Source: an optimization exercise on an open RTL-to-GDS flow (aim: small area, a short achievable clock period and few clock cycles per item). Production flows keep margins and buffers that such runs may drop. At most, simulation tests tie the RTL to the original design; equivalence was not proved. Power and IR drop assume default switching activity.

Design chard_lane, start of the top module:
module chard_lane (
    input  wire        clk,
    input  wire        rst,
    input  wire        cmd_valid,
    output wire        cmd_ready,
    input  wire        cmd_slot,       
    input  wire [63:0] cmd_seed,
    input  wire [63:0] cmd_index,      
    input  wire [15:0] cmd_epoch,      
    input  wire [9:0]  cmd_stream,     
    input  wire [15:0] cmd_op,         
    input  wire [63:0] cmd_pos,        
    input  wire [15:0] cmd_count,      
    output wire        out_valid,
    input  wire        out_ready,
    output wire [31:0] out_word,
    output wire [63:0] out_hash,       
    output wire        out_last,       
    output wire        out_wrap,       
    output wire        tbl_en,
    output wire [9:0]  tbl_addr_a,
    output wire [9:0]  tbl_addr_b,
    input  wire [31:0] tbl_data_a,
    input  wire [31:0] tbl_data_b
);
Settings: LEC_CHECK=0, CAP_MARGIN=30, CORE_MARGIN=2, CORE_UTILIZATION=40, CTS_CLUSTER_DIAMETER=80, CTS_CLUSTER_SIZE=20, SETUP_SLACK_MARGIN=2.3, SLEW_MARGIN=30; clock period 5.0 ns.
standard.sh (not shown) runs the stock make flow with config.mk's settings and CLKGATE_MAP_FILE= SYNTH_SCRIPT=/design/flow/synth_recipe.tcl, a recipe that flattens the netlist after the stock synthesis.
==> flow/flow/run.sh <==
#!/bin/bash
# The standard layout (standard.sh), with two synthesis changes that touch
# only the combinational mapping (registers are mapped exactly as in the
# standard synthesis, before either step):
#  - abc maps with a delay target (flow/abc_speed.script) in place of the
#    stock speed script;
#  - no full/half-adder extraction (ADDER_MAP_FILE empty), so abc sees the
#    adders as plain logic.
# Everything else is ORFS's own scripts, unchanged.
set -euo pipefail
here=$(pwd)
rm -rf "$here/scripts"
cp -r "$FLOW_HOME/scripts" "$here/scripts"
cp "$here/flow/abc_speed.script" "$here/scripts/abc_speed.script"
export SCRIPTS_DIR="$here/scripts"
export ADDER_MAP_FILE=
export BUFFER_PORTS_ARGS="-buffer_cell sky130_fd_sc_hd__buf_1"
bash "$here/standard.sh" > "$here/standard.log" 2>&1
==> flow/flow/abc_speed.script <==
strash
dch -f
map -D 1400
buffer -c
topo
stime -c
upsize -c
dnsize -c
Then changed:
--- a/flow/config.mk
+++ b/flow/config.mk
@@ -11,2 +10,0 @@
-export CTS_CLUSTER_DIAMETER = 80
-export CTS_CLUSTER_SIZE = 20
Outcome:
- total power climbs by 4.1%
- routed wire length barely changes
- global-route usage barely changes
- final area climbs by 1.9%
- worst setup slack stays flat
- core utilization climbs by 0.88 points
- critical path depth does not change
- sequential power hardly moves
No run of this note included a check of the RTL's function; only the layout flow was run.

========
Another version of the RTL of chard_lane (not shown whole).
For scale: about 5100 cells after synthesis, about 980 flip-flops, roughly 52000 µm² of cells after synthesis.
==> flow/design.v (excerpt) <==
module chard_lane (
    input  wire        clk,
    input  wire        rst,
    input  wire        cmd_valid,
    output wire        cmd_ready,
    input  wire        cmd_slot,       
    input  wire [63:0] cmd_seed,
    input  wire [63:0] cmd_index,      
    input  wire [15:0] cmd_epoch,      
    input  wire [9:0]  cmd_stream,     
    input  wire [15:0] cmd_op,         
    input  wire [63:0] cmd_pos,        
    input  wire [15:0] cmd_count,      
    output wire        out_valid,
    input  wire        out_ready,
    output wire [31:0] out_word,
    output wire [63:0] out_hash,       
    output wire        out_last,       
    output wire        out_wrap,       
    output wire        tbl_en,
    output wire [9:0]  tbl_addr_a,
    output wire [9:0]  tbl_addr_b,
    input  wire [31:0] tbl_data_a,
    input  wire [31:0] tbl_data_b
);
export LEC_CHECK = 0
export CAP_MARGIN = 30
export CORE_MARGIN = 2
export CORE_UTILIZATION = 40
export CTS_CLUSTER_DIAMETER = 90
export CTS_CLUSTER_SIZE = 24
export SETUP_SLACK_MARGIN = 2.35
export SLEW_MARGIN = 30
export TNS_END_PERCENT = 5
create_clock -name core_clock -period 5.0 [get_ports {clk}]
Scripts as last shown in full above: flow/flow/run.sh, flow/flow/abc_speed.script
Testbench counts at the start, summed over its fixed seeds: cycles 24,293, items 23,934.
==> next run, changes <==
--- a/flow/config.mk
+++ b/flow/config.mk
@@ -11,3 +11,3 @@
-export CTS_CLUSTER_DIAMETER = 90
-export CTS_CLUSTER_SIZE = 24
-export SETUP_SLACK_MARGIN = 2.35
+export CTS_CLUSTER_DIAMETER = 80
+export CTS_CLUSTER_SIZE = 20
+export SETUP_SLACK_MARGIN = 2.5
After rerunning: Register-to-register slack is about the same; worst setup slack is better by 45 ps; final area goes up by a few percent; synthesized cell count does not change; cell count is higher slightly; area after synthesis does not change; power climbs by a few percent; core utilization went up by 1.7 points; routed wire length came out higher by a few percent; sequential cell count does not change.
==> next run, changes <==
--- a/flow/config.mk
+++ b/flow/config.mk
@@ -10 +10 @@
-export CORE_UTILIZATION = 40
+export CORE_UTILIZATION = 50
@@ -13 +13 @@
-export SETUP_SLACK_MARGIN = 2.5
+export SETUP_SLACK_MARGIN = 2.35
Final area shrinks by 3.5%.
Wire length drops by 2.7%.
Hold slack is better by 8.5 ps.
==> next run, changes <==
--- a/flow/config.mk
+++ b/flow/config.mk
@@ -10 +10 @@
-export CORE_UTILIZATION = 50
+export CORE_UTILIZATION = 40
@@ -13 +13 @@
-export SETUP_SLACK_MARGIN = 2.35
+export SETUP_SLACK_MARGIN = 2.3
Via count drops slightly.
Worst hold slack loses 8.6 ps.
Synthesized area stays the same.
Power barely changes.
Routed wire length is higher slightly.

========
Setup of build 2:
The RTL this note starts from:
==> flow/design.v <==
module chard_lane (
    input  wire        clk,
    input  wire        rst,
    input  wire        cmd_valid,
    output wire        cmd_ready,
    input  wire        cmd_slot,       
    input  wire [63:0] cmd_seed,
    input  wire [63:0] cmd_index,      
    input  wire [15:0] cmd_epoch,      
    input  wire [9:0]  cmd_stream,     
    input  wire [15:0] cmd_op,         
    input  wire [63:0] cmd_pos,        
    input  wire [15:0] cmd_count,      
    output wire        out_valid,
    input  wire        out_ready,
    output wire [31:0] out_word,
    output wire [63:0] out_hash,       
    output wire        out_last,       
    output wire        out_wrap,       
    output wire        tbl_en,
    output wire [9:0]  tbl_addr_a,
    output wire [9:0]  tbl_addr_b,
    input  wire [31:0] tbl_data_a,
    input  wire [31:0] tbl_data_b
);
    localparam RPS = 1;                
    localparam NS  = 8 / RPS;          
    localparam J5  = 5 / RPS;          
    localparam [31:0] K6 = 32'h9E37_79B9;
    localparam [31:0] K7 = 32'h7F4A_7C15;
    wire adv = out_ready | ~out_valid;
    reg         pending;               
    reg         ready_r;               
    reg         g_busy;
    reg         g_slot;
    reg         g_first;
    reg  [63:0] g_pos;
    reg  [15:0] g_left;
    assign cmd_ready = ready_r;
    wire g_last  = (g_left == 16'd1);
    wire g_wrap  = g_slot & ~g_first & (g_pos[47:0] == 48'd0);
    wire [63:0] g_next_pos = g_slot ? {g_pos[63:48], g_pos[47:0] + 48'd1}
                                    : g_pos + 64'd1;
    wire take    = cmd_valid & ready_r;
    wire abort   = pending & ~cmd_valid;             
    wire vacc    = cmd_valid & ~pending & (~g_busy | (adv & g_last));
    wire        v  [0:NS+2];           
    wire        f  [0:NS+2];           
    wire        sp [0:NS+2];           
    wire        l  [0:NS+2];           
    wire        w  [0:NS+2];           
    assign v[0]  = g_busy;
    assign f[0]  = g_first;
    assign sp[0] = pending;
    assign l[0]  = g_last;
    assign w[0]  = g_wrap;
    wire keys_in = (J5 == 0) ? vacc : (adv & v[J5-1] & f[J5-1] & sp[J5-1]);
    always @(posedge clk) begin
        if (rst) begin
            pending <= 1'b0;
            ready_r <= 1'b0;
            g_busy  <= 1'b0;
        end else begin
            if (take | abort) begin
                pending <= 1'b0;
                ready_r <= 1'b0;
            end else begin
                if (vacc)
                    pending <= 1'b1;
                if (keys_in)
                    ready_r <= 1'b1;
            end
            if (abort)
                g_busy <= 1'b0;
            else if (vacc)
                g_busy <= 1'b1;
            else if (g_busy & adv & g_last)
                g_busy <= 1'b0;
        end
    end
    wire g_load = ~g_busy | g_last;
    always @(posedge clk) begin
        if (~g_busy | adv) begin
            g_slot  <= g_load ? cmd_slot : g_slot;
            g_first <= g_load;
            g_pos   <= g_load ? cmd_pos : g_next_pos;
            g_left  <= g_load ? cmd_count : g_left - 16'd1;
        end
    end
    reg  [31:0] kb0, kb1, kb2, kb3;
    reg  [25:0] kb4;                   
    reg  [15:0] kb5;                   
    reg         kb5s;                  
    wire [31:0] k4 = {kb4[25:10], 6'd0, kb4[9:0]};
    wire [31:0] k5 = {6'd0, kb5s, ~kb5s, 8'h00, kb5};
    function kload;
        input integer i;
        begin
            if (i / RPS == 0) kload = ~g_busy | (adv & g_last);
            else kload = adv & v[i/RPS-1] & f[i/RPS-1] & sp[i/RPS-1];
        end
    endfunction
    always @(posedge clk) begin
        if (kload(0)) kb0 <= cmd_seed[31:0];
        if (kload(1)) kb1 <= cmd_seed[63:32];
        if (kload(2)) kb2 <= cmd_slot ? 32'd0 : cmd_index[31:0];
        if (kload(3)) kb3 <= cmd_slot ? 32'd0 : cmd_index[63:32];
        if (kload(4)) kb4 <= cmd_slot ? 26'd0 : {cmd_epoch, cmd_stream};
        if (kload(5)) begin
            kb5  <= cmd_slot ? 16'd0 : cmd_op;
            kb5s <= cmd_slot;
        end
    end
    function [31:0] key_of;
        input integer i;
        begin
            case (i)
                0: key_of = kb0;
                1: key_of = kb1;
                2: key_of = kb2;
                3: key_of = kb3;
                4: key_of = k4;
                5: key_of = k5;
                6: key_of = K6;
                default: key_of = K7;
            endcase
        end
    endfunction
    function [31:0] add32;
        input [31:0] x, y;
        reg   [31:0] p, g, pp, gg;
        integer i, d;
        begin
            p  = x ^ y;
            g  = x & y;
            pp = p;
            gg = g;
            for (d = 1; d < 32; d = d * 2)
                for (i = 2 * d - 1; i < 32; i = i + 2 * d) begin
                    gg[i] = gg[i] | (pp[i] & gg[i-d]);
                    pp[i] = pp[i] & pp[i-d];
                end
            for (d = 8; d >= 1; d = d / 2)
                for (i = 3 * d - 1; i < 32; i = i + 2 * d) begin
                    gg[i] = gg[i] | (pp[i] & gg[i-d]);
                    pp[i] = pp[i] & pp[i-d];
                end
            add32 = p ^ {gg[30:0], 1'b0};
        end
    endfunction
    function [63:0] round;
        input [31:0] a, b, k;
        reg   [31:0] s;
        begin
            s     = add32({a[7:0], a[31:8]}, b);
            round = {s ^ k, s ^ ({b[28:0], b[31:29]} ^ k)};
        end
    endfunction
    wire [31:0] sa [0:NS];             
    wire [31:0] sb [0:NS];
    assign sa[0] = g_pos[63:32];
    assign sb[0] = g_pos[31:0];
    genvar gs, gr;
    generate
        for (gs = 1; gs <= NS; gs = gs + 1) begin : st
            reg  [31:0] ra, rb;
            reg         rv, rf, rsp, rl, rw;
            wire [63:0] h [0:RPS];
            assign h[0] = {sa[gs-1], sb[gs-1]};
            for (gr = 0; gr < RPS; gr = gr + 1) begin : rn
                assign h[gr+1] = round(h[gr][63:32], h[gr][31:0],
                                       key_of((gs - 1) * RPS + gr));
            end
            always @(posedge clk) begin
                if (rst)
                    rv <= 1'b0;
                else if (adv)          
                    rv <= v[gs-1] & ~(abort & sp[gs-1]);
                else if (abort & rsp)
                    rv <= 1'b0;
                if (take)
                    rsp <= 1'b0;
                else if (adv)
                    rsp <= sp[gs-1];
            end
            always @(posedge clk)
                if (adv) begin
                    ra <= h[RPS][63:32];
                    rb <= h[RPS][31:0];
                    rf <= f[gs-1];
                    rl <= l[gs-1];
                    rw <= w[gs-1];
                end
            assign sa[gs] = ra;
            assign sb[gs] = rb;
            assign v[gs]  = rv;
            assign f[gs]  = rf;
            assign sp[gs] = rsp;
            assign l[gs]  = rl;
            assign w[gs]  = rw;
        end
    endgenerate
    reg  [31:0] t_a, t_b;
    reg  [31:0] o_word;
    reg  [63:0] o_hash;
    reg         t_v, t_l, t_w, o_v, o_l, o_w;
    assign tbl_en     = adv & v[NS];
    assign tbl_addr_a = sb[NS][9:0];
    assign tbl_addr_b = sb[NS][19:10];
    wire [63:0] tb_dbl = {tbl_data_b, tbl_data_b} << t_b[24:20];
    always @(posedge clk) begin
        if (rst) begin
            t_v <= 1'b0;
            o_v <= 1'b0;
        end else if (adv) begin
            t_v <= v[NS];
            o_v <= t_v;
        end
    end
    always @(posedge clk)
        if (adv) begin
            t_a    <= sa[NS];
            t_b    <= sb[NS];
            t_l    <= l[NS];
            t_w    <= w[NS];
            o_word <= tbl_data_a ^ tb_dbl[63:32] ^ t_a;
            o_hash <= {t_a, t_b};
            o_l    <= t_l;
            o_w    <= t_w;
        end
    assign out_valid = o_v;
    assign out_word  = o_word;
    assign out_hash  = o_hash;
    assign out_last  = o_l;
    assign out_wrap  = o_w;
endmodule
export LEC_CHECK = 0
export CAP_MARGIN = 30
export CORE_MARGIN = 2
export CORE_UTILIZATION = 40
export SETUP_SLACK_MARGIN = 2.3
export SLEW_MARGIN = 30
export TNS_END_PERCENT = 5
create_clock -name core_clock -period 5.0 [get_ports {clk}]
Scripts as last shown in full above: flow/flow/run.sh, flow/flow/abc_speed.script
Build 2 finished every step from synthesis to the final layout, and the layout passed the timing, DRC and antenna checks.
Testbench counts of build 2, summed over its fixed seeds: cycles 24,293, items 23,934.
--- input diff build 2..build 46 ---
# build 2
export LEC_CHECK = 0
export CAP_MARGIN = 30
export CORE_MARGIN = 2
export CORE_UTILIZATION = 40
export SETUP_SLACK_MARGIN = 2.3
export SLEW_MARGIN = 30
export TNS_END_PERCENT = 5
create_clock -name core_clock -period 5.0 [get_ports {clk}]
# build 46
export LEC_CHECK = 0
export CAP_MARGIN = 30
export CORE_MARGIN = 2
export CORE_UTILIZATION = 40
export CTS_CLUSTER_DIAMETER = 80
export CTS_CLUSTER_SIZE = 20
export SETUP_SLACK_MARGIN = 2.3
export SLEW_MARGIN = 30
create_clock -name core_clock -period 5.0 [get_ports {clk}]
### Flow results
- Looking at the reports, build 46 completed the entire flow and the layout it produced met the timing, DRC and antenna checks.
- Summary of build 46 over build 2: detailed-router iteration count before antenna repair fell 1; total power fell by 1.0%.
- Between build 2 and build 46, combinational power share is lower for build 2, build 46 comes in above that.
- Diff build 2 -> build 46 | routed wire length | up by a few percent
- Going from build 2 to build 46, the clock group share of total power was found to have gone down by 4.0 points.
- For build 2, the classification of the worst setup path was in2out, unlike build 46, where it was reg2reg.
- Comparing build 2 and build 46, the higher count of clock-buffer cells in the layout is on build 2.
- Between build 2 and build 46, the difference in total placed cells including tap cells is negligible.
- In the metrics for build 2 and build 46, the one carrying the higher power in combinational cells is build 46.
- Taking build 2 as the reference, in build 46 worst setup slack shows an increase of 0.015 ns, number of vias per cell after detailed routing shows an increase of about 0.5%, final critical delay including setup and external delays shows a reduction of 0.015 ns.
The inputs of build 42 differ from those of build 46 as listed below.
# build 46
export LEC_CHECK = 0
export CAP_MARGIN = 30
export CORE_MARGIN = 2
export CORE_UTILIZATION = 40
export CTS_CLUSTER_DIAMETER = 80
export CTS_CLUSTER_SIZE = 20
export SETUP_SLACK_MARGIN = 2.3
export SLEW_MARGIN = 30
create_clock -name core_clock -period 5.0 [get_ports {clk}]
# build 42
export LEC_CHECK = 0
export CAP_MARGIN = 30
export CORE_MARGIN = 2
export CORE_UTILIZATION = 40
export SETUP_SLACK_MARGIN = 2.3
export SLEW_MARGIN = 30
create_clock -name core_clock -period 5.0 [get_ports {clk}]
--- outcome ---
- When build 42 is measured against build 46, its area growth from synthesis to layout turns out 2.2 points higher.
- Build 42 vs build 46, proportion of final cell area spent on non-clock buffers went down by 0.37 points.
- Against build 46, build 42 comes in 1.9% higher on final area.
- Looking only at met3 layer usage reported by global route, and setting everything else aside, the higher value of build 46 and build 42 goes to build 42.
- Of build 46 and build 42, build 42 shows the higher wire length, with build 46 below it.
- The worst relative slew slack of build 42 was superior to that of build 46.
- Between build 46 and build 42, largest fanout of any net on the critical path is higher for build 42, build 46 comes in under that.
- Across both runs, length of routed wiring on met1 was higher for build 42 than for build 46.
- Build 42: utilization higher than build 46
- [build 42 vs build 46] sequential cell area share: lower in build 42
- The net total in the final layout on build 42 is in line with that on build 46.

## static timing again, ports no longer ideal
In the flow no input, the clock included, has a driving cell. The finished layouts below were timed again as built, in two steps. Step 1 (the two cells are an assumption about what drives the block):
set clk [get_ports {clk}]
set_driving_cell -lib_cell sky130_fd_sc_hd__clkbuf_16 $clk
set_driving_cell -lib_cell sky130_fd_sc_hd__buf_2 [delete_from_list [all_inputs] $clk]
Step 2 also shifts input and output timing later by t, the mid clock arrival at the registers, as if the neighbouring blocks saw the same clock. Three values: no drivers, after step 1, after step 2; two values: the first two.
run	t (ns)	setup slack, ns	clock arrival spread, ns	pins driven straight from the clock port
the first run of note 1	0.738	2.159 / 2.119 / 1.610	0.053 / 0.053	1
the second run of note 1	0.786	2.162 / 2.120 / 1.493	0.040 / 0.040	1
the first run of note 2	0.762	2.259 / 2.230 / 1.699	0.058 / 0.057	1
the second run of note 2	0.738	2.304 / 2.303 / 1.688	0.039 / 0.039	1
the third run of note 2	0.762	2.340 / 2.320 / 1.639	0.043 / 0.043	1
the fourth run of note 2	0.734	2.253 / 2.227 / 1.677	0.039 / 0.039	1
build 2	0.798	2.202 / 2.173 / 1.844	0.043 / 0.044	1
build 46	0.748	2.217 / 2.217 / 1.682	0.041 / 0.041	1
build 42	0.796	2.276 / 2.270 / 1.580	0.037 / 0.037	1
After both steps setup and hold are still met in every run listed. The setup slack of the third run of note 2, which loses most, moves by -0.020 ns with the drivers and by -0.701 ns with both steps.
